This design comes from an exercise in tuning for small area on the open sky130 flow, not from production work. Only simulation tests tie the RTL to the original design; equivalence was not proved. Power and IR drop assume default switching activity.

==> inputs of v18 <==
## win_compare
module win_compare (
    input  wire        clk,
    input  wire        rst,
    input  wire        cfg_we,
    input  wire [10:0] cfg_w,         
    input  wire [20:0] cfg_trms,      
    input  wire [20:0] cfg_tdc,       
    input  wire        restart,
    input  wire        in_valid,
    input  wire [24:0] in_m,
    input  wire [24:0] in_x,
    output reg         dec_valid,
    output wire        dec_rms_fail,
    output wire        dec_dc_fail,
    output wire        dec_rms_raise,
    output wire        dec_dc_raise,
    output wire [60:0] dec_sumsq,
    output wire [35:0] dec_sum
);
Settings: LEC_CHECK=0, CAP_MARGIN=20, CORE_MARGIN=2, CORE_UTILIZATION=40, CTS_BUF_LIST=sky130_fd_sc_hd__clkbuf_8, CTS_CLUSTER_DIAMETER=60, CTS_CLUSTER_SIZE=12, SLEW_MARGIN=20; clock period 20.0 ns.
standard.sh (not shown) runs the stock make flow with config.mk's settings and CLKGATE_MAP_FILE= SYNTH_SCRIPT=/design/flow/synth_recipe.tcl, a recipe that flattens the netlist after the stock synthesis.
==> flow/flow/run.sh <==
#!/bin/bash
# The standard layout, with every input and output port buffered by the
# smallest buffer (buf_1) instead of the one buffer_ports picks by default.
set -euo pipefail
export BUFFER_PORTS_ARGS="-buffer_cell sky130_fd_sc_hd__buf_1"
bash standard.sh "BUFFER_PORTS_ARGS=$BUFFER_PORTS_ARGS" finish > standard_make.log 2>&1
==> v29: changes against v18 <==
==> flow/flow/run.sh (replaced) <==
#!/bin/bash
# The standard layout, with every input and output port buffered by the
# smallest buffer (buf_1) instead of the one buffer_ports picks by default,
# and a clock tree of clkbuf_16 leaf clusters without dummy loads.
set -euo pipefail
export BUFFER_PORTS_ARGS="-buffer_cell sky130_fd_sc_hd__buf_1"
export CTS_ARGS="-sink_clustering_enable -repair_clock_nets -buf_list sky130_fd_sc_hd__clkbuf_16 -sink_clustering_size 30 -sink_clustering_max_diameter 100 -dont_use_dummy_load"
bash standard.sh "BUFFER_PORTS_ARGS=$BUFFER_PORTS_ARGS" "CTS_ARGS=$CTS_ARGS" finish > standard_make.log 2>&1
==> v28: changes against v18 <==
==> flow/flow/run.sh (replaced) <==
#!/bin/bash
# The standard layout, with every input and output port buffered by the
# smallest buffer (buf_1) instead of the one buffer_ports picks by default,
# and a clock tree of clkbuf_8 leaf clusters without dummy loads.
set -euo pipefail
export BUFFER_PORTS_ARGS="-buffer_cell sky130_fd_sc_hd__buf_1"
export CTS_ARGS="-sink_clustering_enable -repair_clock_nets -buf_list sky130_fd_sc_hd__clkbuf_8 -sink_clustering_size 15 -sink_clustering_max_diameter 70 -dont_use_dummy_load"
bash standard.sh "BUFFER_PORTS_ARGS=$BUFFER_PORTS_ARGS" "CTS_ARGS=$CTS_ARGS" finish > standard_make.log 2>&1
Settings changed: CORE_UTILIZATION 40 to 65.
==> v33: changes against v18 <==
==> flow/flow/run.sh (replaced) <==
#!/bin/bash
# The standard layout, with every input and output port buffered by the
# smallest buffer (buf_1) instead of the one buffer_ports picks by default,
# and a clock tree of clkbuf_4 leaf clusters without dummy loads.
set -euo pipefail
export BUFFER_PORTS_ARGS="-buffer_cell sky130_fd_sc_hd__buf_1"
export CTS_ARGS="-sink_clustering_enable -repair_clock_nets -buf_list sky130_fd_sc_hd__clkbuf_4 -sink_clustering_size 8 -sink_clustering_max_diameter 50 -dont_use_dummy_load"
bash standard.sh "BUFFER_PORTS_ARGS=$BUFFER_PORTS_ARGS" "CTS_ARGS=$CTS_ARGS" finish > standard_make.log 2>&1
==> notes <==
Cell count: v28 < v29 < v33 < v18. Routed wire length, lowest first: v28, v29, v18, v33. Critical path depth: v33 is higher than v28 (1). The highest clock skew belongs to v33, the lowest to v18. In v28 the via count is lower than in v33, by about 1.3%. In synthesized cell count, v29 and v28 do not differ. Sequential share of layout area: v28 > v33 > v29 > v18. The lowest first-iteration DRC count belongs to v29, the highest to v28. In area after synthesis, v33 and v29 do not differ.
==> figures <==
item                                                                        v33             v29             v18             v28
Outcome                                                          finished clean  finished clean  finished clean  finished clean
Cell total after placement                                                 2172            2172            2172            1969
DR WL met2                                                        17900 microns   17700 microns   17800 microns   17400 microns
Routed length per instance                                         17.6 microns    17.6 microns    17.4 microns    18.0 microns
Pwr dens                                                           82.7 nW/um^2    83.9 nW/um^2    88.8 nW/um^2    84.4 nW/um^2
Setup clock skew after layout                                         0.0995 ns       0.0679 ns       0.0500 ns       0.0530 ns
Net total in the final layout                                              1969            1938            1958            1945
Maximum operating frequency                                            55.7 MHz        55.0 MHz        55.2 MHz        55.4 MHz
Multi-input combinational cell area                                  7700 sq um      7700 sq um      7700 sq um      7700 sq um
Buffering stage count on the worst path with inverters included               5               5               5               4
Global router's overall resource usage                                    0.186           0.181           0.185           0.277
Combinational Power                                                      424 uW          425 uW          427 uW          452 uW
Net switching fraction of the power                                       0.327           0.314           0.321           0.325
Net Sw Power                                                             488 uW          476 uW          525 uW          486 uW
Total via count after detailed routing                                    11300           11100           11300           11200
Hold WS                                                                0.413 ns        0.423 ns        0.448 ns        0.453 ns
Seq. pwr                                                                 755 uW          755 uW          755 uW          752 uW
Met3 Usage GRT                                                           0.0410          0.0300          0.0367          0.0476
H-tree lvl count                                                              2               1               2               1

==> separate check: timing with driven ports <==
Ports are ideal in the flow. The routed layouts listed here were re-timed in OpenROAD.
Step 1: set_driving_cell puts a clkbuf_16 on clk and a buf_2 on each other input, an assumption about the parent block.
Step 2 times the ports against the registers' clock, not the clock port: input delays grow and output delays shrink by t, the midpoint of the rising clock arrivals with the driver on.
Three values: ideal ports, drivers, drivers and shift; two values: the first two.
| run | shift t [ns] | setup slack, ns | clock arrival spread, ns | worst data-port slew with drivers (ns) | cell pins on the clock port's net |
|---|---|---|---|---|---|
| v18 | 0.628 | 1.893 / 1.922 / 1.294 | 0.050 / 0.050 | 0.05 | 1 |
| v29 | 0.554 | 1.832 / 1.865 / 1.311 | 0.080 / 0.079 | 0.06 | 1 |
| v28 | 0.594 | 1.942 / 1.967 / 1.373 | 0.056 / 0.056 | 0.06 | 1 |
| v33 | 0.777 | 2.049 / 2.079 / 1.302 | 0.100 / 0.100 | 0.06 | 1 |
After both steps setup and hold are still met in every run listed. For v33, which loses most, drivers alone change the setup slack by +0.030 ns; drivers and shift together by -0.747 ns.
